Context: an optimization exercise on an open-source flow, tuned for small area. The choices shown serve that exercise and are no tape-out recipe. Function was checked by simulation only, so behaviour that the tests miss may differ from the original. No activity file was given, so power comes from the tool's default toggle rates.

## flow/design.v (module list and top-level ports; edited modules follow where they fit)
// module servo_lane: 648 lines
// module se_fa: 4 lines
// module se_ha: 4 lines
// module se_maj: 3 lines
// module servo_engine: 223 lines
module servo_engine (
    input  wire        clk,
    input  wire        rst,          
    input  wire        start,        
    input  wire        slow,         
    input  wire [3:0]  out_dl,       
    input  wire [2:0]  head,         
    output reg  [6:0]  pc,           
    output reg         busy,         
    input  wire [63:0] bundle,       
    input  wire [4:0]  flags,        
    input  wire        first,        
    output wire [31:0] d_raddr,
    input  wire [63:0] d_rdata,
    output wire [1:0]  d_we,         
    output wire [15:0] d_waddr,
    output wire [31:0] d_wdata,
    output wire [31:0] c_raddr,
    input  wire [63:0] c_rdata,
    input  wire        stat_clr,     
    output reg         aovf,
    output reg         qsat,
    output reg         late,
    output reg         slow_trunc,
    output reg  [15:0] fwevt,        
    output reg  [2:0]  loop_evt,     
    output reg  [2:0]  pl_valid,     
    output reg  [2:0]  pl_fail,      
    output reg  [15:0] dac_focus,
    output reg  [15:0] dac_track,
    output reg  [15:0] dac_tilt,
    output reg  [15:0] sled_cmd,
    output reg  [15:0] spindle_cmd,
    output reg  [15:0] elevator_cmd,
    output reg  [15:0] picker_cmd,
    output reg  [15:0] ffpub_focus,
    output reg  [15:0] ffpub_track,
    output reg  [15:0] trace0,
    output reg  [15:0] trace1,
    output reg  [10:0] out_upd
);
  // ...
==> flow/flow/run.sh <==
#!/bin/bash
# The standard layout with two changes:
#  - each input and output port is buffered by the smallest buffer cell
#    instead of the one buffer_ports picks by default;
#  - after synthesis, flow/polarity.py removes inverters between full adders
#    (a full adder is self-dual), then the standard flow continues.
set -euo pipefail
echo 'export BUFFER_PORTS_ARGS = -buffer_cell sky130_fd_sc_hd__buf_1' >> config.mk
echo 'export GPL_KEEP_OVERFLOW = 0' >> config.mk
R=$PWD/orfs/results/$FLOW_PLATFORM/servo_engine/base
bash standard.sh $R/1_2_yosys.v > synth.log 2>&1
cp $R/1_2_yosys.v 1_2_yosys_standard.v
python3 flow/polarity.py 1_2_yosys_standard.v $R/1_2_yosys.v > polarity.log 2>&1
bash standard.sh > standard.log 2>&1
==> flow/flow/polarity.py <==
#!/usr/bin/env python3
"""Removes inverters between full adders of a mapped netlist.

A full adder is self-dual: FA(~a, ~b, ~c) = (~s, ~co). Replacing a full
adder by its dual (inputs and outputs complemented) drops every inverter
that fed only one of its inputs or that one of its outputs fed, and needs a
new inverter for each other input and for the other loads of an output.
The script applies the replacement to one full adder at a time while it
removes more inverters than it adds.

usage: polarity.py IN.v OUT.v
"""
import re
import sys

FA = "sky130_fd_sc_hd__fa_1"
INV = "sky130_fd_sc_hd__inv_1"
INS = ("A", "B", "CIN")
OUTS = ("COUT", "SUM")

src = open(sys.argv[1]).read()
m = re.search(r"^module\s+\w+\s*\(.*?\);\n", src, re.S | re.M)
head_end = m.end()
end = src.rindex("endmodule")
body = src[head_end:end]

# split body into declarations and cell instances
inst_re = re.compile(r"^  (\S+) (\S+)\s*\((.*?)\);\n", re.S | re.M)
decls = []
cells = {}      # name -> [type, {pin: net}]
order = []
pos = 0
for mm in inst_re.finditer(body):
    pre = body[pos:mm.start()]
    decls.append(pre)
    typ, name = mm.group(1), mm.group(2).strip()
    if typ in ("wire", "input", "output", "assign", "inout"):
        decls.append(mm.group(0))
        pos = mm.end()
        continue
    pins = {}
    for pm in re.finditer(r"\.(\w+)\(([^()]*)\)", mm.group(3)):
        pins[pm.group(1)] = pm.group(2).strip()
    cells[name] = [typ, pins]
    order.append(name)
    pos = mm.end()
tail = body[pos:]
decl_text = "".join(decls) + tail
if re.search(r"^\s*assign ", decl_text, re.M):
    sys.exit("netlist has assign statements")

ports = set()
for mm in re.finditer(r"^\s*(?:input|output|inout)\s+(?:\[(\d+):(\d+)\]\s+)?(\S+);", src[:end], re.M):
    if mm.group(1) is not None:
        hi, lo = int(mm.group(1)), int(mm.group(2))
        for i in range(min(hi, lo), max(hi, lo) + 1):
            ports.add(f"{mm.group(3)}[{i}]")
    ports.add(mm.group(3))

OUTPINS = {"X", "Y", "Q", "Q_N", "SUM", "COUT", "HI", "LO"}
drv = {}
loads = {}
def rebuild():
    drv.clear(); loads.clear()
    for n, (t, p) in cells.items():
        for pin, net in p.items():
            if pin in OUTPINS:
                drv[net] = (n, pin)
            else:
                loads.setdefault(net, []).append((n, pin))
rebuild()

cnt = [0]
def newname(prefix):
    cnt[0] += 1
    return f"_pol{prefix}{cnt[0]}_"
new_wires = []

def inv_of(net):
    """An existing inverter whose input is net, if any."""
    for (c, pin) in loads.get(net, []):
        if cells[c][0] == INV:
            return c
    return None

def gain(x):
    t, p = cells[x]
    g = 0
    for pin in INS:
        n = p[pin]
        d = drv.get(n)
        if n.startswith("1'b") or n in ports and d is None:
            if n.startswith("1'b"):
                pass  # constant: flip it for free
            else:
                g -= 0 if inv_of(n) else 1
            continue
        if d and cells[d[0]][0] == INV:
            if len(loads.get(n, [])) == 1 and n not in ports:
                g += 1
        else:
            if not inv_of(n):
                g -= 1
    for pin in OUTS:
        n = p.get(pin)
        if n is None:
            continue
        if n in ports:
            return -99
        ls = loads.get(n, [])
        invs = [c for c, _ in ls if cells[c][0] == INV]
        other = [c for c, _ in ls if cells[c][0] != INV]
        for c in invs:
            if cells[c][1]["Y"] in ports:
                return -99
        g += len(invs)
        if other:
            g -= 1
    return g

def dualize(x):
    t, p = cells[x]
    for pin in INS:
        n = p[pin]
        if n == "1'b0":
            p[pin] = "1'b1"; continue
        if n == "1'b1":
            p[pin] = "1'b0"; continue
        d = drv.get(n)
        if d and cells[d[0]][0] == INV:
            a = cells[d[0]][1]["A"]
            p[pin] = a
            if len(loads.get(n, [])) == 1 and n not in ports:
                del cells[d[0]]
        else:
            c = inv_of(n)
            if c:
                p[pin] = cells[c][1]["Y"]
            else:
                w = newname("w"); new_wires.append(w)
                c = newname("i")
                cells[c] = [INV, {"A": n, "Y": w}]
                p[pin] = w
        rebuild()
    for pin in OUTS:
        n = p.get(pin)
        if n is None:
            continue
        ls = list(loads.get(n, []))
        invs = [c for c, _ in ls if cells[c][0] == INV]
        other = [(c, q) for c, q in ls if cells[c][0] != INV]
        # n now carries the complement of its old value
        for c in invs:
            o = cells[c][1]["Y"]
            for (lc, lp) in list(loads.get(o, [])):
                cells[lc][1][lp] = n
            del cells[c]
        if other:
            w = newname("w"); new_wires.append(w)
            c = newname("i")
            cells[c] = [INV, {"A": n, "Y": w}]
            for (lc, lp) in other:
                cells[lc][1][lp] = w
        rebuild()

def ninv():
    return sum(1 for c in cells.values() if c[0] == INV)

before = ninv()
changed = True
rounds = 0
while changed and rounds < 50:
    changed = False
    rounds += 1
    for x in list(cells):
        if x in cells and cells[x][0] == FA and gain(x) > 0:
            dualize(x)
            changed = True

# remove cells whose outputs drive nothing (dead logic left by synthesis)
COMB_OUT = ("X", "Y")
dead = 0
changed = True
while changed:
    changed = False
    for n in list(cells):
        t, p = cells[n]
        outs = [v for k, v in p.items() if k in OUTPINS]
        if not outs or any(k in ("Q", "Q_N", "HI", "LO") for k in p):
            continue
        if all(not loads.get(v) and v not in ports for v in outs):
            del cells[n]
            dead += 1
            changed = True
    rebuild()
after = ninv()
sys.stderr.write(f"polarity: inverters {before} -> {after}, dead cells removed {dead}\n")

# drop wires no longer used
used = set()
for t, p in cells.values():
    used.update(p.values())
out = [src[:head_end]]
for line in decl_text.splitlines(keepends=True):
    mm = re.match(r"^\s*wire (\S+);\s*$", line)
    if mm and mm.group(1) not in used and mm.group(1) not in ports:
        continue
    out.append(line)
body_out = "".join(out)
body_out += "".join(f"  wire {w};\n" for w in new_wires if w in used)
for n in order + [c for c in cells if c not in order]:
    if n not in cells:
        continue
    t, p = cells[n]
    conns = ",\n".join(f"    .{k}({v}{' ' if v.startswith(chr(92)) else ''})" for k, v in p.items())
    body_out += f"  {t} {n} (\n{conns}\n  );\n"
body_out += "endmodule\n"
open(sys.argv[2], "w").write(body_out)
==> flow/standard.sh <==
#!/bin/bash
# synth_recipe.tcl (not shown) runs the flow's synth.tcl, then flattens the netlist and writes it again
# the make line also repeats each setting of config.mk as NAME=value (left out here)
make -C /OpenROAD-flow-scripts/flow DESIGN_CONFIG=/design/flow/config.mk WORK_HOME=/design/flow/orfs CLKGATE_MAP_FILE= SYNTH_SCRIPT=/design/flow/synth_recipe.tcl "${@:-finish}"
==> flow/config.mk <==
export PLATFORM = sky130hd
export DESIGN_NAME = servo_engine
export DESIGN_NICKNAME = servo_engine
export VERILOG_FILES = /design/flow/design.v
export SDC_FILE = /design/flow/constraint.sdc
export NUM_CORES = 4
export LEC_CHECK = 0
export CAP_MARGIN = 0
export CORE_MARGIN = 2
export CORE_UTILIZATION = 60
export CTS_BUF_LIST = sky130_fd_sc_hd__clkbuf_4
export CTS_CLUSTER_DIAMETER = 40
export CTS_CLUSTER_SIZE = 10
export SLEW_MARGIN = 0
export BUFFER_PORTS_ARGS = -buffer_cell sky130_fd_sc_hd__buf_1
export GPL_KEEP_OVERFLOW = 0
==> flow/constraint.sdc <==
create_clock -name core_clock -period 15.0 [get_ports {clk}]
set_input_delay 3.0000 -clock core_clock [delete_from_list [all_inputs] [get_ports {clk}]]
set_output_delay 3.0000 -clock core_clock [all_outputs]
set_load 0.01 [all_outputs]
==> impl_results.md, run 1 <==
* Worst-path clk slew at between 0.1 and 0.15 ns
* Reg2reg end: acc_b[37]$_DFF_P_
* CP arrival at 15.25 ns
* Yosys warns at 2
* Synth Instances at 4,362
* Layout Check Fails: capacitance limit, slew limit
* Via/cell ratio at slightly below 7
* Worst-path maximum fanout at 28
* Routed wire length at 144,000 um
* Gr ovfl total at 0
* CP peak stage delay at 1.13 ns
* Largest net degree at the start of global routing at 44
* Antenna-violating nets left at 0
* Fillers at 5,383
* Post-Syn Area at 0.0365 mm2
* Total negative slack at 0 ns
* Storage cell area at slightly above 0.006 mm2
* Status: failed layout checks
* Via Count at 36,100
* Max clock buf depth at 3
* Total CTS buffers at 50
* Tmin final at 14.55 ns
* Non-clock buffers at 555
* Power per cell area at 111 mW/mm2
* WHS Endpoint: dac_focus[15]$_DFF_P_
* Fraction of area in non-clock buffers at 7.21%
* Max-slew headroom at -2.75%
* Commonest cells after routing, fill and taps aside: buf_1 (470), nand2_1 (404), fa_1 (332)
* Clock network power at 607 uW
* Worst slew pin tran at between 1.5 and 2 ns
* Area post-placement at 0.0383 mm2
* Hold-fix buffers, CTS at 0
* Crit path capture: acc_a[8]$_SDFF_PP0_
* Max_cap viols at 3
* Psw at 2220 uW
* P_seq at between 1000 and 1500 uW
* Crit Path Class: in -> reg
* Biggest Area Class: multi-input gates
* Initial DRT Pass Iterations at 7
* Hold Path Depth at 2
* Slew Limit Fails at 13
==> inputs of run 2 (changes only) <==
==> flow/flow/run.sh (replaced) <==
#!/bin/bash
# The standard layout with these changes:
#  - each input and output port is buffered by the smallest buffer cell
#    instead of the one buffer_ports picks by default;
#  - after the standard synthesis, flow/polarity.py removes inverters between
#    full adders (a full adder is self-dual);
#  - the combinational cells other than the adders are then mapped again by
#    ABC with an area-recovering script (flow/remap.abc); flip-flops, full
#    and half adders stay as they are;
#  - then the standard flow continues from the new netlist.
set -euo pipefail
echo 'export BUFFER_PORTS_ARGS = -buffer_cell sky130_fd_sc_hd__buf_1' >> config.mk
R=$PWD/orfs/results/$FLOW_PLATFORM/servo_engine/base
LOGD=$PWD/orfs/logs/$FLOW_PLATFORM/servo_engine/base
OBJ=$PWD/orfs/objects/$FLOW_PLATFORM/servo_engine/base
LIB=$FLOW_HOME/platforms/$FLOW_PLATFORM/lib/sky130_fd_sc_hd__tt_025C_1v80.lib
bash standard.sh $R/1_2_yosys.v > synth.log 2>&1
cp $R/1_2_yosys.v 1_2_yosys_standard.v
python3 flow/polarity.py 1_2_yosys_standard.v 1_2_yosys_polarity.v > polarity.log 2>&1
python3 flow/unmap.py $LIB 1_2_yosys_polarity.v 1_2_yosys_generic.v > unmap.log 2>&1
DU=$(grep -o -- "-dont_use [A-Za-z0-9_]*" $LOGD/1_2_yosys.log | sort -u | tr '\n' ' ')
PS=$(python3 -c "print(int(round(float('$FLOW_PERIOD_NS') * 1000)))")
cat > remap.ys <<EOF
read_liberty -lib $LIB
read_verilog 1_2_yosys_generic.v
hierarchy -check -top $FLOW_TOP
proc
simplemap
opt -fast
opt_clean
abc -script $PWD/flow/remap.abc -liberty $LIB $DU -constr $OBJ/abc.constr -D $PS
opt_clean -purge
hilomap -singleton -hicell sky130_fd_sc_hd__conb_1 HI -locell sky130_fd_sc_hd__conb_1 LO
insbuf -buf sky130_fd_sc_hd__buf_4 A X
splitnets
opt_clean -purge
tee -o remap_stat.txt stat -liberty $LIB
write_verilog -noattr -noexpr -nohex -nodec $R/1_2_yosys.v
EOF
yosys -s remap.ys > remap.log 2>&1
bash standard.sh > standard.log 2>&1
==> flow/flow/remap.abc (new file) <==
&get -n
&st
&dch
&nf -R 1000
&put
buffer -c
topo
stime -c
upsize -c
dnsize -c
==> flow/flow/unmap.py (new file) <==
#!/usr/bin/env python3
"""Turns a mapped netlist back into generic logic for a new ABC run.

Every single-output combinational cell becomes an assign with its liberty
function; full adders, half adders, flip-flops and tie cells stay as cell
instances.

usage: unmap.py LIB IN.v OUT.v
"""
import re
import sys

KEEP = ("fa_", "ha_", "dfxtp_", "edfxtp_", "conb_", "dfrtp_", "dfstp_", "sdf", "dl")
lib = open(sys.argv[1]).read()
func = {}
outpin = {}
for m in re.finditer(r'cell\s*\(\s*"?(\w+)"?\s*\)\s*\{', lib):
    name = m.group(1)
    start = m.end()
    nxt = lib.find("\n    cell (", start)
    body = lib[start:nxt if nxt > 0 else len(lib)]
    outs = re.findall(r'pin\s*\(\s*"?(\w+)"?\s*\)\s*\{[^{}]*?direction\s*:\s*"?output"?\s*;', body)
    fns = re.findall(r'pin\s*\(\s*"?(\w+)"?\s*\)\s*\{(?:(?!pin\s*\().)*?function\s*:\s*"([^"]*)"', body, re.S)
    if len(fns) == 1:
        func[name] = fns[0][1]
        outpin[name] = fns[0][0]

src = open(sys.argv[2]).read()
inst_re = re.compile(r"^  (\S+) (\S+)\s*\((.*?)\);\n", re.S | re.M)
out = []
pos = 0
n_conv = 0
for mm in inst_re.finditer(src):
    typ = mm.group(1)
    if typ in ("wire", "input", "output", "inout", "assign", "module"):
        continue
    cell = typ.replace("sky130_fd_sc_hd__", "")
    if any(cell.startswith(k) for k in KEEP) or typ not in func:
        continue
    pins = {p: v.strip() for p, v in re.findall(r"\.(\w+)\(([^()]*)\)", mm.group(3))}
    op = outpin[typ]
    if op not in pins:
        continue
    def sub(t):
        v = pins[t.group(0)]
        if v.startswith("\\"):
            v = v + " "
        return "(" + v + ")"
    expr = re.sub(r"[A-Za-z_][A-Za-z0-9_]*", sub, func[typ])
    expr = expr.replace("!", "~").replace("*", "&").replace("+", "|")
    lhs = pins[op] + (" " if pins[op].startswith("\\") else "")
    out.append(src[pos:mm.start()])
    out.append(f"  assign {lhs} = {expr};\n")
    pos = mm.end()
    n_conv += 1
out.append(src[pos:])
open(sys.argv[3], "w").write("".join(out))
sys.stderr.write(f"unmap: {n_conv} cells turned into logic\n")
--- a/flow/config.mk
+++ b/flow/config.mk
@@ -13,4 +13,3 @@
 export CTS_CLUSTER_SIZE = 10
 export SLEW_MARGIN = 0
 export BUFFER_PORTS_ARGS = -buffer_cell sky130_fd_sc_hd__buf_1
-export GPL_KEEP_OVERFLOW = 0
==> impl_results.md, run 2 <==
* CTS tree: built (unchanged)
* Final nets at 5,218 (was 5,184)
* Routed wire length at 133,000 um (was 144,000 um)
* Met1 GRT Util at 58.0% (was 59.4%)
* Top Registers: acc_a (40), acc_b (40) (unchanged)
* Max Clock Skew at 0.0832 ns (was 0.119 ns)
* Largest net degree at the start of global routing at 71 (was 44)
* Reg power frac at 26.4% (was 26.3%)
* CTS HTree Levels at 2 (unchanged)
* Worst Hold Class: reg -> reg (unchanged)
* Post-CTS repair timing setup buffer count at 0 (unchanged)
* Number of global-route vias before repair at 32,300 (was 34,200)
* Insertion delay to the later sink of the worst-skew pair at 0.86 ns (was 0.89 ns)
* Met3 usage in global routing at 9.23% (was 12.7%)
* DP Wirelength at 104,000 um (was 111,000 um)
* Die H at 243 um (was 251 um)
* Top Usage Layer GRT: met2 (unchanged)
* Die area at 0.0591 mm2 (was 0.0629 mm2)
* Initial antenna violation count at 16 (was 10)
* Hold Vio Cnt, Final at 0 (unchanged)
* Switching part of the total at 51.1% (was 51.2%)
* Max-slew headroom at 18.5% (was -2.75%)
* Syn Nets at 4,884 (was 5,029)
* Most frequent CP cell: fa_1 (unchanged)
* Power after layout at 4170 uW (was 4340 uW)
* Status: complete, no violations (was failed layout checks)
* Startpoint types: input pin (unchanged)
* Max clock buf depth at 3 (unchanged)
* Clock Root Buffer: clkbuf_4 (unchanged)
* Worst-path maximum fanout at 22 (was 28)
* Core ar. at 0.0564 mm2 (was 0.0602 mm2)
* CP peak stage delay at 0.82 ns (was 1.13 ns)
* Cell Rows at 87 (was 90)
* Die Span X at 243 um (was 251 um)
* WL per Instance at 24.9 um (was 27.0 um)
* Synth Instances at 4,217 (was 4,362)
* Initial DRT Pass Iterations at 6 (was 7)
* Max_cap viols at 0 (was 3)
* Syn_area_per_cell at 8.13 um2 (was 8.37 um2)
* Share of cells above drive strength 1 at 7.98% (was 7.67%)
* Psw at 2130 uW (was 2220 uW)
* Part of the cycle the worst path needs at 94.7% (was 97.0%)
* Power per cell area at 111 mW/mm2 (about the same)
* Clock share of power at 13.8% (was 14.0%)
* Total negative slack at 0 ns (unchanged)
* Worst Path Buf+Inv at 5 (was 1)
* CP max stage cell: a21oi_1 (was a32oi_1)
* Initial DRC count at 4,516 (was 5,101)
* Post-Syn Area at 0.0343 mm2 (was 0.0365 mm2)
* Syn-to-layout area delta at 9.48% (was 7.35%)
* Yosys warns at 2 (unchanged)
* Via Count at 34,800 (was 36,100)
* Met2 usage in global routing at 67.6% (was 68.1%)
* Via/cell ratio at 6.51 (was 6.77)
* Worst-path clk slew at 0.11 ns (about the same)
* Tmin final at 14.21 ns (was 14.55 ns)
* Crit. End Element: flip-flop (unchanged)
* Gr ovfl total at 0 (unchanged)
* DR DRC count at 0 (unchanged)
* Worst path required time at 15.71 ns (was 15.70 ns)
* Crit path max-delay family: adder cells (unchanged)
* Crit Path Class: in -> reg (unchanged)
* Peak Freq at 0.0704 GHz (was 0.0687 GHz)
* First-pass GRT wire length at 199,000 um (was 217,000 um)
* Total track usage at 43.9% (was 45.1%)
* Commonest cells after routing, fill and taps aside: buf_1 (472), nand2_1 (422), nor2_1 (359) (was buf_1 (470), nand2_1 (404), fa_1 (332))
* Slew Limit Fails at 0 (was 13)
* Antenna-violating nets left at 0 (unchanged)
* Num ports at 548 (unchanged)
* # port buffers at 473 (unchanged)
* Total CTS buffers at 47 (was 50)
* CP arrival at 14.91 ns (was 15.25 ns)
* Clock sink count at 309 (unchanged)
* Cell-internal power at 2040 uW (was 2120 uW)
* Initial core utilization at 60.8% (was 60.6%)
* Comb pwr share at 59.8% (was 59.7%)
* VDD IR-drop max at 0.0906 mV (was 0.0848 mV)
* Leak pwr at 0.0162 uW (was 0.0160 uW)
* Most common cell after layout, fill and taps aside: buf_1 (unchanged)
* Resized cells post-CTS at 0 (was 4)
* Unrepaired setup endpoints after global routing: no (unchanged)
* Hold-fix buffers, CTS at 0 (unchanged)
* RePlAce Congestion at 1.04 (was 1.00)
* Worst slew pin tran at 1.22 ns (was 1.54 ns)
* # setup viols final at 0 (unchanged)
==> run 2: tightest hold or removal path, delay by kind of cell, from the launching register on <==
family | cells | cell delay [ns]
and+or+nand+nor | 2 | 0.09
DFF | 1 | 0.32
==> run 2: final cells by class <==
type	count	area, um2
Multi-Input combinational cell	3303	25600
Inverter	218	818
Fill cell	5075	18900
Clock buffer	51	383
Timing Repair Buffer	672	3270
Tap cell	756	946
Clock inverter	23	228
Sequential cell	309	6210
Antenna cell	17	42.5
==> run 2: worst paths after layout <==
| kind | from | to | slack [ns] | depth (start not counted) |
|---|---|---|---|---|
| min reg2reg | spindle_cmd[9]$_DFF_P_ | spindle_cmd[9]$_DFF_P_ | 0.44 | 2 |
| max | bundle[24] | acc_a[29]$_DFF_P_ | 0.79 | 43 |
| min | spindle_cmd[9]$_DFF_P_ | spindle_cmd[9]$_DFF_P_ | 0.44 | 2 |
| max reg2reg | cf_a$_DFFE_PP_ | acc_a[29]$_DFF_P_ | 2.92 | 42 |
==> run 2: through the flow <==
stage | cell area, um2 | hold slack [ns] | util, % | std cells | setup WS [ns]
finish | 37500 | 0.444 | 66.5 | 5349 | 0.792
floorplan | 34300 | 0.448 | - | 4217 | 0.304
global route | 37500 | 0.461 | 66.5 | 5342 | 0.277
global placement | 36900 | 0.426 | 65.4 | 5258 | 0.287
CTS | 37500 | 0.444 | 66.5 | 5332 | 0.986
detailed placement | 36900 | 0.428 | 65.4 | 5258 | 0.103
==> run 2: layer usage <==
| layer | routed length, um | up-vias |
|---|---|---|
| met5 | 28 | - |
| met4 | 8160 | 6 |
| met3 | 15400 | 416 |
| met2 | 58700 | 2343 |
| met1 | 51000 | 16700 |
| li1 | - | 15400 |
==> run 2: power by group through the flow <==
| stage | Clock [uW] | Combinational, uW | Sequential, uW |
|---|---|---|---|
| floorplan | 0 | 1610 | 1040 |
| global placement | 0 | 2370 | 1110 |
| detailed placement | 0 | 2410 | 1110 |
| CTS | 576 | 2420 | 1090 |
| global route | 611 | 2680 | 1110 |
| finish | 575 | 2500 | 1100 |
==> inputs of run 3 (changes only) <==
--- a/flow/config.mk
+++ b/flow/config.mk
@@ -7,7 +7,7 @@
 export LEC_CHECK = 0
 export CAP_MARGIN = 0
 export CORE_MARGIN = 2
-export CORE_UTILIZATION = 60
+export CORE_UTILIZATION = 70
 export CTS_BUF_LIST = sky130_fd_sc_hd__clkbuf_4
 export CTS_CLUSTER_DIAMETER = 40
 export CTS_CLUSTER_SIZE = 10
==> impl_results.md, run 3 <==
* Status: complete, no violations (unchanged)
* CTS tree: built (unchanged)
* Tmin final at 14.46 ns (was 14.21 ns)
* Part of the cycle the worst path needs at 96.4% (was 94.7%)
* Syn Nets at 4,884 (unchanged)
* Top Registers: acc_a (40), acc_b (40) (unchanged)
* CP peak stage delay at 1.01 ns (was 0.82 ns)
* Hold-fix buffers, CTS at 0 (unchanged)
* Routed wire length at 134,000 um (was 133,000 um)
* Syn_area_per_cell at 8.13 um2 (unchanged)
* Hold Vio Cnt, Final at 0 (unchanged)
* Post-CTS repair timing setup buffer count at 0 (unchanged)
* Final nets at 5,198 (was 5,218)
* Share of cells above drive strength 1 at 7.58% (was 7.98%)
* Insertion delay to the later sink of the worst-skew pair at 0.84 ns (was 0.86 ns)
* Die H at 225 um (was 243 um)
* Worst path required time at 15.66 ns (was 15.71 ns)
* Most frequent CP cell: fa_1 (unchanged)
* # setup viols final at 0 (unchanged)
* Peak Freq at 0.0691 GHz (was 0.0704 GHz)
* Clock Root Buffer: clkbuf_4 (unchanged)
* Synth Instances at 4,217 (unchanged)
* # port buffers at 473 (unchanged)
* Leak pwr at 0.0161 uW (was 0.0162 uW)
* VDD IR-drop max at 0.0965 mV (was 0.0906 mV)
* Multi-input gate area at 0.0256 mm2 (about the same)
* Final hold slack at 0.448 ns (was 0.444 ns)
* Via Count at 36,000 (was 34,800)
* Power per cell area at 115 mW/mm2 (was 111 mW/mm2)
* Met3 WL at 20,400 um (was 15,400 um)
* Largest net degree at the start of global routing at 43 (was 71)
* Worst-path maximum fanout at 24 (was 22)
* Num ports at 548 (unchanged)
* Syn-to-layout area delta at 8.80% (was 9.48%)
* Unrepaired setup endpoints after global routing: no (unchanged)
* Crit. End Element: flip-flop (unchanged)
* Commonest cells after routing, fill and taps aside: buf_1 (472), nand2_1 (422), nor2_1 (359) (unchanged)
* CP arrival at 15.13 ns (was 14.91 ns)
* DR DRC count at 0 (unchanged)
* Storage cell area at 0.00621 mm2 (unchanged)
* Max_cap viols at 0 (unchanged)
* Total CTS buffers at 45 (was 47)
* Resized cells post-CTS at 0 (unchanged)
* Area post-placement at 0.0366 mm2 (was 0.0369 mm2)
* Post-route cell area at 0.0373 mm2 (was 0.0375 mm2)
* Slack of the worst reg-to-reg path at 2.84 ns (was 2.92 ns)
* Antenna-violating nets left at 0 (unchanged)
* Clock sink count at 309 (unchanged)
* Die area at 0.0508 mm2 (was 0.0591 mm2)
* Met2 WL at 55,700 um (was 58,700 um)
* Max Clock Skew at 0.0766 ns (was 0.0832 ns)
* Worst slew pin tran at 1.32 ns (was 1.22 ns)
* Max-slew headroom at 11.3% (was 18.5%)
* Fillers at 3,751 (was 5,075)
* DP Wirelength at 102,000 um (was 104,000 um)
* Max clock buf depth at 3 (unchanged)
* Startpoint types: input pin (unchanged)
* RePlAce Congestion at 1.06 (was 1.04)
* Total track usage at 52.1% (was 43.9%)
* Total negative slack at 0 ns (unchanged)
* Initial DRT Pass Iterations at 7 (was 6)
* Yosys warns at 2 (unchanged)
* First-pass GRT wire length at 201,000 um (was 199,000 um)
* Worst Hold Class: reg -> reg (unchanged)
* Initial core utilization at 70.5% (was 60.8%)
* Via/cell ratio at 6.92 (was 6.51)
* Crit Path Class: in -> reg (unchanged)
* CTS HTree Levels at 2 (unchanged)
* Initial antenna violation count at 24 (was 16)
* Core ar. at 0.0486 mm2 (was 0.0564 mm2)
* Post-Syn Area at 0.0343 mm2 (unchanged)
* Initial DRC count at 5,294 (was 4,516)
* Number of global-route vias before repair at 33,600 (was 32,300)
* WL per Instance at 25.7 um (was 24.9 um)
* CP max stage cell: xnor2_1 (was a21oi_1)
* Slew Limit Fails at 0 (unchanged)
* Max layer used: met5 (unchanged)
* Cell Rows at 81 (was 87)
* Met1 wire length at 46,400 um (was 51,000 um)
* Most common cell after layout, fill and taps aside: buf_1 (unchanged)
* Gr ovfl total at 0 (unchanged)
* Worst-path clk slew at 0.10 ns (was 0.11 ns)
* Die Span X at 225 um (was 243 um)
## run 3: critical path, delay by kind of cell
family / cells / cell delay (ns)
AO/OA/AOI/OAI: 10 / 2.10
AND/OR/NAND/NOR: 14 / 2.48
XOR/XNOR: 3 / 1.37
adder cells (fa/ha/maj): 11 / 4.95
buffers and inverters: 4 / 1.21
## run 3: worst paths after layout
check	startpoint	to	depth (start not counted)
setup / recovery	bundle[25]	acc_a[19]$_DFF_P_	42
hold / removal	spindle_cmd[6]$_DFF_P_	spindle_cmd[6]$_DFF_P_	2
setup reg to reg	cf_a$_DFFE_PP_	acc_a[19]$_DFF_P_	40
hold reg to reg	spindle_cmd[6]$_DFF_P_	spindle_cmd[6]$_DFF_P_	2
## run 3: where the power goes
part / switching, uW / total [uW] / internal, uW
Combinational: 1690 / 2570 / 881
Clock: 344 / 623 / 279
Sequential: 154 / 1100 / 942
## run 3: final cells by class
| type | instances | area share, % |
|---|---|---|
| multi-input combinational | 3303 | 68.7 |
| sequential | 309 | 16.6 |
| timing repair buffer | 654 | 8.41 |
| inverter | 218 | 2.19 |
| tap | 622 | 2.09 |
| clock buffer | 47 | 0.946 |
| clock inverter | 22 | 0.849 |
| antenna | 26 | 0.174 |
## run 3: stage by stage
stage	utilization, %	setup slack [ns]	total power, uW	cells
after floorplan	-	0.304	2650	4217
after global placement	75.2	0.314	3450	5106
after detailed placement	75.2	0.0908	3510	5106
after CTS	76.5	0.860	4130	5175
after global routing	76.6	0.154	4470	5191
final	76.7	0.535	4290	5201
## run 3: per-layer routing
layer	track usage, %	up-vias
li1	-	15400
met1	65.6	16800
met2	76.0	3039
met3	17.6	700
met4	34.9	6
met5	0	-
==> inputs of run 4 (changes only) <==
--- a/flow/flow/run.sh
+++ b/flow/flow/run.sh
@@ -5,7 +5,8 @@
 #  - after the standard synthesis, flow/polarity.py removes inverters between
 #    full adders (a full adder is self-dual);
 #  - the combinational cells other than the adders are then mapped again by
-#    ABC with an area-recovering script (flow/remap.abc); flip-flops, full
+#    ABC with an area-recovering script (flow/remap.abc, with a
+#    time-limited &deepsyn pass); flip-flops, full
 #    and half adders stay as they are;
 #  - then the standard flow continues from the new netlist.
 set -euo pipefail
==> flow/flow/remap.abc (replaced) <==
&get -n
&st
&deepsyn -T 60
&st
&dch
&nf -R 1000
&put
buffer -c
topo
stime -c
upsize -c
dnsize -c
==> impl_results.md, run 4 <==
* RePlAce Congestion at 1.15 (was 1.06)
* CP arrival at 15.40 ns (was 15.13 ns)
* Crit Path Class: in -> reg (unchanged)
* Yosys warns at 2 (unchanged)
* Startpoint types: input pin (unchanged)
* Core ar. at 0.0463 mm2 (was 0.0486 mm2)
* Initial antenna violation count at 10 (was 24)
* Worst Path Buf+Inv at 4 (unchanged)
* Die Span X at 220 um (was 225 um)
* Top Registers: acc_a (40), acc_b (40) (unchanged)
* Synth Instances at 3,907 (was 4,217)
* Via Count at 35,600 (was 36,000)
* # setup viols final at 0 (unchanged)
* Post-Syn Area at 0.0326 mm2 (was 0.0343 mm2)
* Max clock buf depth at 3 (unchanged)
* Die area at 0.0484 mm2 (was 0.0508 mm2)
* CP max stage cell: a21oi_1 (was xnor2_1)
* Cell Rows at 79 (was 81)
* Tmin final at 14.66 ns (was 14.46 ns)
* Insertion delay to the later sink of the worst-skew pair at 0.88 ns (was 0.84 ns)
* Syn-to-layout area delta at 9.99% (was 8.80%)
* Max Clock Skew at 0.0633 ns (was 0.0766 ns)
* Initial DRT Pass Iterations at 7 (unchanged)
* Via/cell ratio at 7.25 (was 6.92)
* Slack of the worst reg-to-reg path at 2.50 ns (was 2.84 ns)
* Part of the cycle the worst path needs at 97.7% (was 96.4%)
* Worst path required time at 15.74 ns (was 15.66 ns)
* Worst Hold Class: reg -> reg (unchanged)
* Worst-path maximum fanout at 17 (was 24)
* Leak pwr at 0.0151 uW (was 0.0161 uW)
* Most frequent CP cell: fa_1 (unchanged)
* Layout Utilization at 77.6% (was 76.7%)
* Hold-fix buffers, CTS at 0 (unchanged)
* WL per Instance at 27.9 um (was 25.7 um)
* Multi-input gate area at 0.0241 mm2 (was 0.0256 mm2)
* Syn_area_per_cell at 8.35 um2 (was 8.13 um2)
* Crit. End Element: flip-flop (unchanged)
* CTS tree: built (unchanged)
* Total track usage at 55.7% (was 52.1%)
* Die H at 220 um (was 225 um)
* Power per cell area at 130 mW/mm2 (was 115 mW/mm2)
* Status: complete, no violations (unchanged)
* Num ports at 548 (unchanged)
* Initial core utilization at 70.6% (was 70.5%)
* Share of cells above drive strength 1 at 9.01% (was 7.58%)
* Number of global-route vias before repair at 34,400 (was 33,600)
* Commonest cells after routing, fill and taps aside: buf_1 (471), nand2_1 (412), fa_1 (332) (was buf_1 (472), nand2_1 (422), nor2_1 (359))
* Post-CTS repair timing setup buffer count at 0 (unchanged)
* Max_cap viols at 0 (unchanged)
* Antenna-violating nets left at 0 (unchanged)
* DP Wirelength at 105,000 um (was 102,000 um)
* Syn Nets at 4,574 (was 4,884)
* VDD IR-drop max at 0.106 mV (was 0.0965 mV)
* Hold Vio Cnt, Final at 0 (unchanged)
* Power after layout at 4680 uW (was 4290 uW)
* Slew Limit Fails at 0 (unchanged)
* Most common cell after layout, fill and taps aside: buf_1 (unchanged)
* Initial DRC count at 5,604 (was 5,294)
* Worst slew pin tran at 1.42 ns (was 1.32 ns)
* CTS HTree Levels at 2 (unchanged)
* Resized cells post-CTS at 0 (unchanged)
* Storage cell area at 0.00621 mm2 (unchanged)
* Peak Freq at 0.0682 GHz (was 0.0691 GHz)
* Worst-path clk slew at 0.09 ns (was 0.10 ns)
* Fillers at 3,343 (was 3,751)
* Total CTS buffers at 49 (was 45)
* Routed wire length at 137,000 um (was 134,000 um)
* Max-slew headroom at 5.10% (was 11.3%)
* DR DRC count at 0 (unchanged)
* Largest net degree at the start of global routing at 31 (was 43)
* First-pass GRT wire length at 204,000 um (was 201,000 um)
* # port buffers at 473 (unchanged)
* Gr ovfl total at 0 (unchanged)
* Unrepaired setup endpoints after global routing: no (unchanged)
* Crit path max-delay family: adder cells (unchanged)
* CP peak stage delay at 1.08 ns (was 1.01 ns)
* Final nets at 4,930 (was 5,198)
* Clock sink count at 309 (unchanged)
* Clock Root Buffer: clkbuf_4 (unchanged)
run 4: path summary, 6_finish.rpt:
check,start,cells after the start,end
setup / recovery,bundle[26],42,acc_a[15]$_DFF_P_
setup reg to reg,cf_a$_DFFE_PP_,42,acc_a[15]$_DFF_P_
hold reg to reg,fwevt[12]$_SDFF_PP0_,1,fwevt[12]$_SDFF_PP0_
hold / removal,fwevt[12]$_SDFF_PP0_,1,fwevt[12]$_SDFF_PP0_
run 4: final cells by class:
cell class,count,area share (%)
Multi-Input combinational cell,3007,67.0
Clock inverter,23,0.669
Sequential cell,309,17.3
Timing Repair Buffer,677,9.26
Antenna cell,13,0.0906
Clock buffer,59,1.23
Tap cell,607,2.12
Inverter,219,2.29
run 4: power by group:
group	leakage, uW	total, uW	switching, uW	internal (uW)
Sequential	0.00252	1120	173	950
Clock	0.000374	614	352	262
Combinational	0.0122	2940	1870	1070
Total	0.0151	4680	2400	2280
run 4: per-layer routing:
| metal | vias to the layer above | wire length [um] | global-route usage, % |
|---|---|---|---|
| met5 | - | 151 | 2.19 |
| met1 | 16600 | 44500 | 65.6 |
| met2 | 3462 | 55400 | 78.8 |
| met4 | 6 | 14300 | 44.5 |
| met3 | 1036 | 22700 | 24.0 |
| li1 | 14600 | - | - |
run 4: worst register-to-register path: cells and delay by family, from the launching register on:
| family | cells | cell delay [ns] |
|---|---|---|
| XOR/XNOR | 1 | 0.48 |
| AO/OA/AOI/OAI | 11 | 2.78 |
| adder cells (fa/ha/maj) | 11 | 4.95 |
| flip-flops | 1 | 0.34 |
| buffers and inverters | 3 | 0.47 |
| AND/OR/NAND/NOR | 16 | 3.34 |
run 4: per-stage QoR:
stage / TNS (ns) / hold slack [ns] / instances / area [um2] / setup WS (ns)
2_1_floorplan: 0 / 0.449 / 3907 / 32600 / 0.810
3_3_place_gp: -6.56 / 0.436 / 4819 / 35100 / -0.158
3_5_place_dp: -30.67 / 0.445 / 4819 / 35100 / -0.584
4_1_cts: 0 / 0.467 / 4901 / 35800 / 0.253
5_1_grt: 0 / 0.488 / 4910 / 35900 / 0.0353
6_report: 0 / 0.469 / 4914 / 35900 / 0.339
==> inputs of run 5 (changes only) <==
--- a/flow/flow/run.sh
+++ b/flow/flow/run.sh
@@ -8,9 +8,9 @@
 #    ABC with an area-recovering script (flow/remap.abc, with a
 #    time-limited &deepsyn pass); flip-flops, full
 #    and half adders stay as they are;
-#  - then the standard flow continues from the new netlist.
 set -euo pipefail
 echo 'export BUFFER_PORTS_ARGS = -buffer_cell sky130_fd_sc_hd__buf_1' >> config.mk
+echo 'export CTS_ARGS = -sink_clustering_enable -repair_clock_nets -sink_clustering_size 10 -sink_clustering_max_diameter 40 -buf_list sky130_fd_sc_hd__clkbuf_4 -dont_use_dummy_load' >> config.mk
 R=$PWD/orfs/results/$FLOW_PLATFORM/servo_engine/base
 LOGD=$PWD/orfs/logs/$FLOW_PLATFORM/servo_engine/base
 OBJ=$PWD/orfs/objects/$FLOW_PLATFORM/servo_engine/base
--- a/flow/config.mk
+++ b/flow/config.mk
@@ -13,3 +13,4 @@
 export CTS_CLUSTER_SIZE = 10
 export SLEW_MARGIN = 0
 export BUFFER_PORTS_ARGS = -buffer_cell sky130_fd_sc_hd__buf_1
+export CTS_ARGS = -sink_clustering_enable -repair_clock_nets -sink_clustering_size 10 -sink_clustering_max_diameter 40 -buf_list sky130_fd_sc_hd__clkbuf_4 -dont_use_dummy_load
==> impl_results.md, run 5 <==
* Crit. End Element: flip-flop (unchanged)
* Most frequent CP cell: fa_1 (unchanged)
* Clock share of power at 10.1% (was 13.1%)
* Power after layout at 4510 uW (was 4680 uW)
* CP arrival at 15.15 ns (was 15.40 ns)
* Status: complete, no violations (unchanged)
* Initial core utilization at 70.6% (unchanged)
* Die area at 0.0484 mm2 (unchanged)
* Power per cell area at 127 mW/mm2 (was 130 mW/mm2)
* Setup WS pre-CTS at -0.584 ns (unchanged)
* Top Registers: acc_a (40), acc_b (40) (unchanged)
* Layout Utilization at 76.9% (was 77.6%)
* Core ar. at 0.0463 mm2 (unchanged)
* Max clock buf depth at 3 (unchanged)
* Syn_area_per_cell at 8.35 um2 (unchanged)
* Psw at 2340 uW (was 2400 uW)
* Commonest cells after routing, fill and taps aside: buf_1 (471), nand2_1 (412), fa_1 (332) (unchanged)
* Synth Instances at 3,907 (unchanged)
* Die H at 220 um (unchanged)
* Antenna-violating nets left at 0 (unchanged)
* Switching part of the total at 51.9% (was 51.2%)
* Die Span X at 220 um (unchanged)
* Worst Hold Class: reg -> reg (unchanged)
* CTS tree: built (unchanged)
* Initial DRC count at 5,764 (was 5,604)
* CP peak stage delay at 0.68 ns (was 1.08 ns)
* Largest net degree at the start of global routing at 31 (unchanged)
* Yosys warns at 2 (unchanged)
* VDD IR-drop max at 0.101 mV (was 0.106 mV)
* Hold Vio Cnt, Final at 0 (unchanged)
* Clock sink count at 309 (unchanged)
* Final hold slack at 0.465 ns (was 0.469 ns)
* # port buffers at 473 (unchanged)
* Cell-internal power at 2170 uW (was 2280 uW)
* Number of global-route vias before repair at 34,200 (was 34,400)
* Post-route cell area at 0.0356 mm2 (was 0.0359 mm2)
* Tmin final at 14.46 ns (was 14.66 ns)
* Share of cells above drive strength 1 at 8.43% (was 9.01%)
* Leak pwr at 0.0150 uW (was 0.0151 uW)
* Worst-path clk slew at 0.08 ns (was 0.09 ns)
* WL per Instance at 27.9 um (about the same)
* DP Wirelength at 105,000 um (unchanged)
* Final worst slack at 0.543 ns (was 0.339 ns)
* Peak Freq at 0.0692 GHz (was 0.0682 GHz)
* Max Clock Skew at 0.114 ns (was 0.0633 ns)
* Insertion delay to the later sink of the worst-skew pair at 0.89 ns (was 0.88 ns)
* Total CTS buffers at 49 (unchanged)
* # setup viols final at 0 (unchanged)
* CP max stage cell: or2_1 (was a21oi_1)
* Total track usage at 55.4% (was 55.7%)
* First-pass GRT wire length at 203,000 um (was 204,000 um)
* Worst slew pin tran at 1.39 ns (was 1.42 ns)
* Gr ovfl total at 0 (unchanged)
* Via Count at 35,500 (was 35,600)
* Comb pwr share at 65.0% (was 62.9%)
* RePlAce Congestion at 1.15 (unchanged)
* CTS HTree Levels at 2 (unchanged)
* Initial DRT Pass Iterations at 10 (was 7)
* Unrepaired setup endpoints after global routing: no (unchanged)
* Syn Nets at 4,574 (unchanged)
* Part of the cycle the worst path needs at 96.4% (was 97.7%)
* Max_cap viols at 0 (unchanged)
* Crit Path Class: in -> reg (unchanged)
* Post-Syn Area at 0.0326 mm2 (unchanged)
* Worst path required time at 15.70 ns (was 15.74 ns)
* Area post-placement at 0.0351 mm2 (unchanged)
* DR DRC count at 0 (unchanged)
* Worst-path maximum fanout at 17 (unchanged)
* Routed wire length at 136,000 um (was 137,000 um)
* Reg power frac at 24.9% (was 24.0%)
* Clock Root Buffer: clkbuf_4 (unchanged)
* Final nets at 4,930 (unchanged)
* Slew Limit Fails at 0 (unchanged)
* Most common cell after layout, fill and taps aside: buf_1 (unchanged)
* Num ports at 548 (unchanged)
* Cell Rows at 79 (unchanged)
* Startpoint types: input pin (unchanged)
* Via/cell ratio at 7.28 (was 7.25)
* Initial antenna violation count at 13 (was 10)
* Syn-to-layout area delta at 9.00% (was 9.99%)
* Max-slew headroom at 6.88% (was 5.10%)
[run 5: metrics by stage]
| step | std cells | setup TNS (ns) |
|---|---|---|
| 3_5_place_dp | 4819 | -30.67 |
| 3_3_place_gp | 4819 | -6.56 |
| 2_1_floorplan | 3907 | 0 |
| 4_1_cts | 4868 | 0 |
| 5_1_grt | 4877 | 0 |
| 6_report | 4881 | 0 |
[run 5: area by class of cell]
| cell class | instances | area (um2) |
|---|---|---|
| fillers | 3403 | 10700 |
| clock buffers | 49 | 368 |
| inverters | 219 | 822 |
| repair buffers | 677 | 3320 |
| multi-input cells | 3007 | 24100 |
| well taps | 607 | 759 |
| diodes | 13 | 32.5 |
| flip-flops and latches | 309 | 6210 |
[run 5: repair_timing]
item / in CTS / in global routing
resized for setup: 0 / 21
setup endpoints to repair: 0 / 80
hold buffers: 0 / 0
buffers inserted: 0 / 0
[run 5: worst max-delay path, delay by kind of cell]
kind | cells | cell delay [ns]
compound gates | 9 | 1.74
xor+xnor | 2 | 0.54
fa+ha+maj | 11 | 5.14
buf+inv | 4 | 0.46
mux | 1 | 0.51
simple gates | 17 | 3.75
[run 5: routing by layer]
metal	vias up	part of all wire, %	track usage (%)
met2	3434	41	78.9
met1	16500	32	65.7
met3	1020	17	23.6
met5	-	0.13	2.19
li1	14500	-	-
met4	10	10	42.9
[run 5: worst paths after layout]
path	start	end	slack (ns)	cells past startpoint
worst min register to register	fwevt[12]$_SDFF_PP0_	fwevt[12]$_SDFF_PP0_	0.47	1
worst max-delay path	bundle[26]	acc_a[15]$_DFF_P_	0.54	44
worst max register to register	busy$_SDFF_PP0_	acc_a[15]$_DFF_P_	2.69	40
worst min-delay path	fwevt[12]$_SDFF_PP0_	fwevt[12]$_SDFF_PP0_	0.47	1
[run 5: power groups by stage]
stage,logic (uW),clock network [uW],registers [uW]
2_1_floorplan,1880,0,1050
3_3_place_gp,2640,0,1120
3_5_place_dp,2740,0,1130
4_1_cts,2760,445,1110
5_1_grt,3080,476,1130
6_report,2930,454,1120
==> inputs of run 6 (changes only) <==
==> flow/flow/remap.abc (replaced) <==
&get -n
&st
&deepsyn -T 60
&st
&dch
&nf -R 100
&put
buffer -c
topo
stime -c
upsize -c
dnsize -c
==> impl_results.md, run 6 <==
* Final nets at 4,930 (unchanged)
* Initial antenna violation count at 13 (unchanged)
* Worst-path maximum fanout at 17 (unchanged)
* Unrepaired setup endpoints after global routing: no (unchanged)
* Worst slew pin tran at 1.39 ns (unchanged)
* Max-slew headroom at 6.88% (unchanged)
* Cell Rows at 79 (unchanged)
* Core ar. at 0.0463 mm2 (unchanged)
* Routed wire length at 136,000 um (unchanged)
* CP max stage cell: or2_1 (unchanged)
* Yosys warns at 2 (unchanged)
* Total track usage at 55.4% (unchanged)
* CP arrival at 15.15 ns (about the same)
* Layout Cells excl Fill at 4,881 (unchanged)
* Clock Root Buffer: clkbuf_4 (unchanged)
* Met3 usage in global routing at 23.6% (unchanged)
* Syn_area_per_cell at 8.35 um2 (unchanged)
* Antenna-violating nets left at 0 (unchanged)
* Top Registers: acc_a (40), acc_b (40) (unchanged)
* CTS HTree Levels at 2 (unchanged)
* Top Usage Layer GRT: met2 (unchanged)
* Crit. End Element: flip-flop (unchanged)
* Most frequent CP cell: fa_1 (unchanged)
* Hold Vio Cnt, Final at 0 (unchanged)
* WL per Instance at 27.9 um (unchanged)
* Syn Nets at 4,574 (unchanged)
* # port buffers at 473 (unchanged)
* Startpoint types: input pin (unchanged)
* Worst path required time at 15.70 ns (about the same)
* Clock sink count at 309 (unchanged)
* Met1 GRT Util at 65.7% (unchanged)
* Die H at 220 um (unchanged)
* CTS tree: built (unchanged)
* Most common cell after layout, fill and taps aside: buf_1 (unchanged)
* Share of cells above drive strength 1 at 8.43% (unchanged)
* Max clock buf depth at 3 (unchanged)
* Peak Freq at 0.0692 GHz (unchanged)
* Worst Hold Class: reg -> reg (unchanged)
* Crit Path Class: in -> reg (unchanged)
* Num ports at 548 (unchanged)
* Post-Syn Area at 0.0326 mm2 (unchanged)
* Via Count at 35,500 (unchanged)
* Commonest cells after routing, fill and taps aside: buf_1 (471), nand2_1 (412), fa_1 (332) (unchanged)
* Insertion delay to the later sink of the worst-skew pair at 0.89 ns (about the same)
* # setup viols final at 0 (unchanged)
* DP Wirelength at 105,000 um (unchanged)
* Met2 usage in global routing at 78.9% (unchanged)
* Initial DRC count at 5,764 (unchanged)
* Power per cell area at 127 mW/mm2 (unchanged)
* Layout Utilization at 76.9% (unchanged)
* Die area at 0.0484 mm2 (unchanged)
* Power after layout at 4510 uW (unchanged)
* RePlAce Congestion at 1.15 (unchanged)
* First-pass GRT wire length at 203,000 um (unchanged)
* Die Span X at 220 um (unchanged)
* Leak pwr at 0.0150 uW (unchanged)
* Slew Limit Fails at 0 (unchanged)
* Syn-to-layout area delta at 9.00% (unchanged)
* Cell count after placement at 4,819 (unchanged)
* Worst-path clk slew at 0.08 ns (about the same)
* Gr ovfl total at 0 (unchanged)
* Status: complete, no violations (unchanged)
* Part of the cycle the worst path needs at 96.4% (unchanged)
* Initial DRT Pass Iterations at 10 (unchanged)
* Max Clock Skew at 0.114 ns (unchanged)
* Max_cap viols at 0 (unchanged)
* Tmin final at 14.46 ns (unchanged)
* Hold-fix buffers, CTS at 0 (unchanged)
* Number of global-route vias before repair at 34,200 (unchanged)
* CP peak stage delay at 0.68 ns (about the same)
* Initial core utilization at 70.6% (unchanged)
* VDD IR-drop max at 0.101 mV (unchanged)
* Largest net degree at the start of global routing at 31 (unchanged)
* Total CTS buffers at 49 (unchanged)
* Synth Instances at 3,907 (unchanged)
* Via/cell ratio at 7.28 (unchanged)
* DR DRC count at 0 (unchanged)
==> run 6: timing repair <==
action | in CTS | in global routing
setup buffers | 0 | 0
setup endpoints to repair | 0 | 80
gates resized for setup | 0 | 21
==> run 6: per-stage QoR <==
stage | instance area, um2 | setup WS [ns] | hold WS [ns] | setup TNS, ns
global route | 35600 | 0.0183 | 0.486 | 0
CTS | 35400 | 0.199 | 0.464 | 0
global placement | 35100 | -0.158 | 0.436 | -6.56
floorplan | 32600 | 0.810 | 0.449 | 0
detailed placement | 35100 | -0.584 | 0.445 | -30.67
finish | 35600 | 0.543 | 0.465 | 0
==> run 6: layer usage <==
layer	part of all wire, %	routed length, um
met1	32	44000
met2	41	55400
met3	17	23000
met4	10	13700
met5	0.13	179
==> run 6: path summary, 6_finish.rpt <==
path | cells past startpoint | from | slack (ns) | to
setup reg to reg | 40 | busy$_SDFF_PP0_ | 2.69 | acc_a[15]$_DFF_P_
hold / removal | 1 | fwevt[12]$_SDFF_PP0_ | 0.47 | fwevt[12]$_SDFF_PP0_
setup / recovery | 44 | bundle[26] | 0.54 | acc_a[15]$_DFF_P_
hold reg to reg | 1 | fwevt[12]$_SDFF_PP0_ | 0.47 | fwevt[12]$_SDFF_PP0_
==> run 6: final cells by class <==
type	count	area [um2]
flip-flops and latches	309	6210
multi-input cells	3007	24100
repair buffers	677	3320
clock buffers	49	368
inverters	219	822
fillers	3403	10700
well taps	607	759
diodes	13	32.5
==> run 6: critical path: cells and delay by family <==
family                     cells  cell delay (ns)
adders and majority gates     11             5.14
and+or+nand+nor               17             3.75
AOI/OAI and AO/OA              9             1.74
xor gates and xnor gates       2             0.54
muxes                          1             0.51
buffers and inverters          4             0.46
==> run 6: where the power goes <==
part / switching, uW / internal, uW / total, uW
logic: 1860 / 1070 / 2930
clock network: 306 / 148 / 454
registers: 172 / 950 / 1120
total: 2340 / 2170 / 4510
==> inputs of run 7 (changes only) <==
==> flow/flow/remap.abc (replaced) <==
&get -n
&st
&deepsyn -T 60
&st
&dch
&nf -R 1000
&put
buffer -c
topo
stime -c
upsize -c
dnsize -c
--- a/flow/config.mk
+++ b/flow/config.mk
@@ -7,7 +7,7 @@
 export LEC_CHECK = 0
 export CAP_MARGIN = 0
 export CORE_MARGIN = 2
-export CORE_UTILIZATION = 70
+export CORE_UTILIZATION = 76
 export CTS_BUF_LIST = sky130_fd_sc_hd__clkbuf_4
 export CTS_CLUSTER_DIAMETER = 40
 export CTS_CLUSTER_SIZE = 10
==> impl_results.md, run 7 <==
* Power per cell area at 127 mW/mm2 (about the same)
* Crit Path Class: in -> reg (unchanged)
* Core ar. at 0.0421 mm2 (was 0.0463 mm2)
* Part of the cycle the worst path needs at 96.8% (was 96.4%)
* VDD IR-drop max at 0.102 mV (was 0.101 mV)
* Slack of the worst reg-to-reg path at 2.71 ns (was 2.69 ns)
* Most frequent CP cell: fa_1 (unchanged)
* Worst Hold Class: reg -> reg (unchanged)
* Routed wire length at 133,000 um (was 136,000 um)
* Commonest cells after routing, fill and taps aside: buf_1 (473), nand2_1 (412), fa_1 (332) (was buf_1 (471), nand2_1 (412), fa_1 (332))
* Syn-to-layout area delta at 8.16% (was 9.00%)
* CTS tree: built (unchanged)
* Post-Syn Area at 0.0326 mm2 (unchanged)
* Total CTS buffers at 44 (was 49)
* Die H at 211 um (was 220 um)
* Die Span X at 211 um (was 220 um)
* Resized cells post-CTS at 0 (unchanged)
* Initial core utilization at 77.5% (was 70.6%)
* Antenna-violating nets left at 0 (unchanged)
* Worst-path clk slew at 0.08 ns (about the same)
* Final worst slack at 0.479 ns (was 0.543 ns)
* Num ports at 548 (unchanged)
* CTS HTree Levels at 2 (unchanged)
* Cell Rows at 75 (was 79)
* Die area at 0.0446 mm2 (was 0.0484 mm2)
* Fillers at 2,693 (was 3,403)
* Crit. End Element: flip-flop (unchanged)
* CP peak stage delay at 0.67 ns (was 0.68 ns)
* Gr ovfl total at 0 (unchanged)
* Setup WS pre-CTS at -0.183 ns (was -0.584 ns)
* Cell-internal power at 2150 uW (was 2170 uW)
* Max Clock Skew at 0.127 ns (was 0.114 ns)
* Initial DRT Pass Iterations at 13 (was 10)
* Switching part of the total at 51.9% (about the same)
* CP max stage cell: or2_1 (unchanged)
* Number of global-route vias before repair at 33,500 (was 34,200)
* Final hold slack at 0.467 ns (was 0.465 ns)
* Psw at 2320 uW (was 2340 uW)
* Reg power frac at 25.4% (was 24.9%)
* DR DRC count at 0 (unchanged)
* Yosys warns at 2 (unchanged)
* Clock sink count at 309 (unchanged)
* Final nets at 4,913 (was 4,930)
* Worst-path maximum fanout at 17 (unchanged)
* Most common cell after layout, fill and taps aside: buf_1 (unchanged)
* Initial antenna violation count at 17 (was 13)
* Via Count at 35,600 (was 35,500)
* Synth Instances at 3,907 (unchanged)
* CP arrival at 15.17 ns (was 15.15 ns)
* Leak pwr at 0.0149 uW (was 0.0150 uW)
* Peak Freq at 0.0689 GHz (was 0.0692 GHz)
* # port buffers at 473 (unchanged)
* # setup viols final at 0 (unchanged)
* Max-slew headroom at 14.3% (was 6.88%)
* Clock share of power at 9.6% (was 10.1%)
* Total track usage at 58.6% (was 55.4%)
* Post-CTS repair timing setup buffer count at 0 (unchanged)
* Initial DRC count at 6,602 (was 5,764)
* Hold Vio Cnt, Final at 0 (unchanged)
* Crit path max-delay family: adder cells (unchanged)
* Largest net degree at the start of global routing at 31 (unchanged)
* DP Wirelength at 102,000 um (was 105,000 um)
* Comb pwr share at 65.0% (about the same)
* Startpoint types: input pin (unchanged)
* Worst path required time at 15.65 ns (was 15.70 ns)
* Hold-fix buffers, CTS at 0 (unchanged)
* Worst Path Buf+Inv at 3 (was 4)
* Share of cells above drive strength 1 at 7.73% (was 8.43%)
* Max_cap viols at 0 (unchanged)
* Slew Limit Fails at 0 (unchanged)
* RePlAce Congestion at 1.13 (was 1.15)
* Insertion delay to the later sink of the worst-skew pair at 0.83 ns (was 0.89 ns)
* Hold Path Depth at 2 (was 1)
* First-pass GRT wire length at 198,000 um (was 203,000 um)
* Crit path depth at 43 (was 44)
* Top Registers: acc_a (40), acc_b (40) (unchanged)
* Status: complete, no violations (unchanged)
* Via/cell ratio at 7.42 (was 7.28)
* Tmin final at 14.52 ns (was 14.46 ns)
* Syn_area_per_cell at 8.35 um2 (unchanged)
* Worst slew pin tran at 1.28 ns (was 1.39 ns)
* WL per Instance at 27.7 um (was 27.9 um)
* Clock Root Buffer: clkbuf_4 (unchanged)
* Syn Nets at 4,574 (unchanged)
* FF-to-FF path depth at 38 (was 40)
* Max clock buf depth at 3 (unchanged)
-- run 7: worst paths after layout --
check | endpoint | start
setup / recovery | acc_a[35]$_DFF_P_ | bundle[24]
setup reg to reg | acc_a[35]$_DFF_P_ | busy$_SDFF_PP0_
hold reg to reg | spindle_cmd[0]$_DFF_P_ | spindle_cmd[0]$_DFF_P_
hold / removal | spindle_cmd[0]$_DFF_P_ | spindle_cmd[0]$_DFF_P_
-- run 7: metal layers --
layer	routed length, um	share of wire [%]	up-vias	track usage, %
li1	-	-	14500	-
met1	41900	31	16300	68.7
met2	52900	40	3653	82.5
met3	23600	18	1115	26.3
met4	14700	11	6	47.4
met5	74	0.056	-	1.45
-- run 7: power groups by stage --
stage | clock, uW | combinational (uW) | sequential, uW
2_1_floorplan | 0 | 1880 | 1050
3_3_place_gp | 0 | 2630 | 1130
3_5_place_dp | 0 | 2710 | 1130
4_1_cts | 415 | 2740 | 1120
5_1_grt | 448 | 3050 | 1140
6_report | 428 | 2910 | 1130
-- run 7: cell type report --
cell class                 instances  area [um2]  share of cell area [%]
antenna                           15        37.5                   0.106
clock buffer                      44         330                   0.936
inverter                         219         822                    2.33
multi-input combinational       3007       24000                    68.0
sequential                       309        6210                    17.6
tap                              539         674                    1.91
timing repair buffer             665        3240                    9.18
-- run 7: metrics by stage --
stage | setup TNS (ns) | power [uW] | std cells | util (%) | area (um2)
2_1_floorplan | 0 | 2930 | 3907 | - | 32600
5_1_grt | -0.424 | 4630 | 4795 | 83.8 | 35300
6_report | 0 | 4470 | 4798 | 83.8 | 35300
3_5_place_dp | -5.63 | 3850 | 4739 | 82.9 | 34900
3_3_place_gp | 0 | 3760 | 4739 | 82.9 | 34900
4_1_cts | 0 | 4270 | 4783 | 83.6 | 35200
-- run 7: worst register-to-register path: cells and delay by family (launching register included) --
| family | cells | cell delay (ns) |
|---|---|---|
| buf+inv | 2 | 0.35 |
| flops | 1 | 0.82 |
| xor+xnor | 1 | 0.50 |
| fa+ha+maj | 11 | 4.73 |
| simple gates | 18 | 4.25 |
| compound gates | 6 | 1.56 |
==> inputs of run 8 (changes only) <==
--- a/flow/config.mk
+++ b/flow/config.mk
@@ -7,7 +7,7 @@
 export LEC_CHECK = 0
 export CAP_MARGIN = 0
 export CORE_MARGIN = 2
-export CORE_UTILIZATION = 76
+export CORE_UTILIZATION = 79
 export CTS_BUF_LIST = sky130_fd_sc_hd__clkbuf_4
 export CTS_CLUSTER_DIAMETER = 40
 export CTS_CLUSTER_SIZE = 10
==> impl_results.md, run 8 <==
* Gr ovfl total at 0 (unchanged)
* Max_cap viols at 0 (unchanged)
* Initial DRC count at 7,058 (was 6,602)
* Psw at 2390 uW (was 2320 uW)
* Routed wire length at 131,000 um (was 133,000 um)
* Initial core utilization at 79.9% (was 77.5%)
* CTS tree: built (unchanged)
* Worst-path clk slew at 0.08 ns (about the same)
* CP arrival at 15.10 ns (was 15.17 ns)
* Syn-to-layout area delta at 8.36% (was 8.16%)
* RePlAce Congestion at 1.17 (was 1.13)
* Via/cell ratio at 7.47 (was 7.42)
* Clock Root Buffer: clkbuf_4 (unchanged)
* Worst Hold Class: reg -> reg (unchanged)
* Syn Nets at 4,574 (unchanged)
* Reg power frac at 24.6% (was 25.4%)
* Worst path required time at 15.58 ns (was 15.65 ns)
* Comb pwr share at 65.4% (was 65.0%)
* First-pass GRT wire length at 197,000 um (was 198,000 um)
* CP peak stage delay at 0.61 ns (was 0.67 ns)
* Power per cell area at 129 mW/mm2 (was 127 mW/mm2)
* Die Span X at 207 um (was 211 um)
* WL per Instance at 27.4 um (was 27.7 um)
* Hold Vio Cnt, Final at 0 (unchanged)
* Switching part of the total at 52.4% (was 51.9%)
* Synth Instances at 3,907 (unchanged)
* R2r startpoint: busy$_SDFF_PP0_ (unchanged)
* Post-CTS repair timing setup buffer count at 0 (unchanged)
* Initial antenna violation count at 15 (was 17)
* Hold_sp: dac_focus[0]$_DFF_P_ (was spindle_cmd[0]$_DFF_P_)
* Slew Limit Fails at 0 (unchanged)
* Share of cells above drive strength 1 at 8.09% (was 7.73%)
* Crit Path Class: in -> reg (unchanged)
* Most frequent CP cell: fa_1 (unchanged)
* Core ar. at 0.0408 mm2 (was 0.0421 mm2)
* WHS Endpoint: dac_focus[0]$_DFF_P_ (was spindle_cmd[0]$_DFF_P_)
* Worst Setup SP: bundle[60] (was bundle[24])
* Die area at 0.0430 mm2 (was 0.0446 mm2)
* Via Count at 35,800 (was 35,600)
* Reg2reg end: acc_b[4]$_SDFF_PP0_ (was acc_a[35]$_DFF_P_)
* # setup viols final at 0 (unchanged)
* Part of the cycle the worst path needs at 96.7% (was 96.8%)
* CTS HTree Levels at 2 (unchanged)
* CP max stage cell: fa_1 (was or2_1)
* Cell Rows at 74 (was 75)
* Worst-path maximum fanout at 30 (was 17)
* VDD IR-drop max at 0.137 mV (was 0.102 mV)
* Crit path max-delay family: adder cells (unchanged)
* Leak pwr at 0.0149 uW (about the same)
* Cell-internal power at 2170 uW (was 2150 uW)
* Clock sink count at 309 (unchanged)
* Clock share of power at 10.0% (was 9.6%)
* Peak Freq at 0.0689 GHz (about the same)
* Largest net degree at the start of global routing at 31 (unchanged)
* Crit. End Element: flip-flop (unchanged)
* Most common cell after layout, fill and taps aside: buf_1 (unchanged)
* Startpoint types: input pin (unchanged)
* Top Registers: acc_a (40), acc_b (40) (unchanged)
* Num ports at 548 (unchanged)
* Max-slew headroom at 7.22% (was 14.3%)
* Status: complete, no violations (unchanged)
* Slack of the worst reg-to-reg path at 2.57 ns (was 2.71 ns)
* Tmin final at 14.51 ns (was 14.52 ns)
* Syn_area_per_cell at 8.35 um2 (unchanged)
* Max Clock Skew at 0.181 ns (was 0.127 ns)
* Post-Syn Area at 0.0326 mm2 (unchanged)
* Yosys warns at 2 (unchanged)
* Unrepaired setup endpoints after global routing: no
* Insertion delay to the later sink of the worst-skew pair at 0.90 ns (was 0.83 ns)
* Worst slew pin tran at 1.38 ns (was 1.28 ns)
* Antenna-violating nets left at 0 (unchanged)
* Hold Path Depth at 2 (unchanged)
* Die H at 207 um (was 211 um)
* Total CTS buffers at 49 (was 44)
* Max clock buf depth at 3 (unchanged)
* Total track usage at 59.3% (was 58.6%)
* DR DRC count at 0 (unchanged)
* Setup WS pre-CTS at -0.605 ns (was -0.183 ns)
* Final nets at 4,919 (was 4,913)
* Final hold slack at 0.464 ns (was 0.467 ns)
* FF-to-FF path depth at 36 (was 38)
* # port buffers at 473 (unchanged)
* Commonest cells after routing, fill and taps aside: buf_1 (472), nand2_1 (413), fa_1 (332) (was buf_1 (473), nand2_1 (412), fa_1 (332))
* Initial DRT Pass Iterations at 15 (was 13)
* Final worst slack at 0.489 ns (was 0.479 ns)
* DP Wirelength at 101,000 um (was 102,000 um)
* Worst Path Buf+Inv at 5 (was 3)
* Number of global-route vias before repair at 34,400 (was 33,500)
-- run 8: worst max path at each step --
stage                                     end  depth (start not counted)
after floorplan             acc_a[29]$_DFF_P_                         51
after global placement      acc_a[31]$_DFF_P_                         44
after detailed placement    acc_a[36]$_DFF_P_                         44
after CTS                   acc_a[36]$_DFF_P_                         44
after global routing        acc_b[36]$_DFF_P_                         44
final                     acc_b[4]$_SDFF_PP0_                         39
-- run 8: per-stage QoR --
stage	power [uW]	util (%)	area [um2]	setup TNS (ns)	std cells
6_report	4560	86.6	35400	0	4798
5_1_grt	4690	86.6	35400	0	4793
4_1_cts	4320	86.4	35300	0	4781
3_5_place_dp	3870	85.5	34900	-22.89	4732
3_3_place_gp	3760	85.5	34900	-3.53	4732
2_1_floorplan	2930	-	32600	0	3907
-- run 8: repair_timing --
| item | 4_1_cts | 5_1_grt |
|---|---|---|
| resized for setup | 0 | 14 |
| hold buffers | 0 | 0 |
| endpoints found under the setup margin | 0 | 80 |
-- run 8: metal layers --
metal | vias to the layer above | global-route usage (%) | part of all wire, %
li1 | 14500 | - | -
met1 | 16200 | 68.7 | 30
met2 | 3882 | 83.9 | 40
met3 | 1272 | 28.9 | 18
met4 | 6 | 46.5 | 11
met5 | - | 0.556 | 0.035
-- run 8: worst reg2reg max path, delay by kind of cell (launching register included) --
kind / cells / cell delay (ns)
fa+ha+maj: 11 / 5.16
simple gates: 16 / 3.89
mux: 1 / 0.48
xor+xnor: 1 / 0.22
flops: 1 / 0.81
buf+inv: 2 / 0.53
compound gates: 5 / 1.11
-- run 8: cell type report --
class | count | area (um2)
multi-input combinational | 3007 | 24000
sequential | 309 | 6210
fill | 2390 | 5470
timing repair buffer | 666 | 3240
inverter | 219 | 822
tap | 532 | 666
clock buffer | 49 | 368
antenna | 16 | 40.0
-- run 8: power by group through the flow --
stage	combinational (uW)	clock [uW]	sequential [uW]
6_report	2980	455	1120
5_1_grt	3100	472	1120
4_1_cts	2780	439	1100
3_5_place_dp	2750	0	1120
3_3_place_gp	2640	0	1120
2_1_floorplan	1880	0	1050

## static timing again, ports no longer ideal
No port has a modelled driver above. Below, the same layouts with a new extraction and two added sets of constraints. Step 1 sets driving cells, clkbuf_16 on the clock port and buf_2 on the other inputs (assumed; they add their load-dependent delay and slew). Step 2 also shifts input and output timing later by t, the mid clock arrival at the registers, as if the neighbouring blocks saw the same clock. Slacks: no drivers / after step 1 / after step 2; pairs: no drivers / after step 1.
run | shift t [ns] | setup slack, ns | worst register clock-pin slew, ns | worst slew at a driven data input, ns | pins driven straight from the clock port
run 1 | 0.891 | 0.447 / 0.489 / -0.402 | 0.11 / 0.11 | 0.28 | 1
run 2 | 0.885 | 0.792 / 0.836 / -0.048 | 0.11 / 0.11 | 0.27 | 1
run 3 | 0.871 | 0.535 / 0.573 / -0.297 | 0.12 / 0.12 | 0.16 | 1
run 4 | 0.907 | 0.339 / 0.376 / -0.532 | 0.11 / 0.11 | 0.16 | 1
run 5 | 0.889 | 0.543 / 0.583 / -0.306 | 0.11 / 0.11 | 0.16 | 1
run 6 | 0.889 | 0.543 / 0.583 / -0.306 | 0.11 / 0.11 | 0.16 | 1
run 7 | 0.824 | 0.479 / 0.511 / -0.312 | 0.12 / 0.12 | 0.14 | 1
run 8 | 0.856 | 0.489 / 0.498 / -0.358 | 0.11 / 0.11 | 0.15 | 1
For run 4, which loses most, drivers alone change the setup slack by +0.037 ns; drivers and shift together by -0.871 ns.
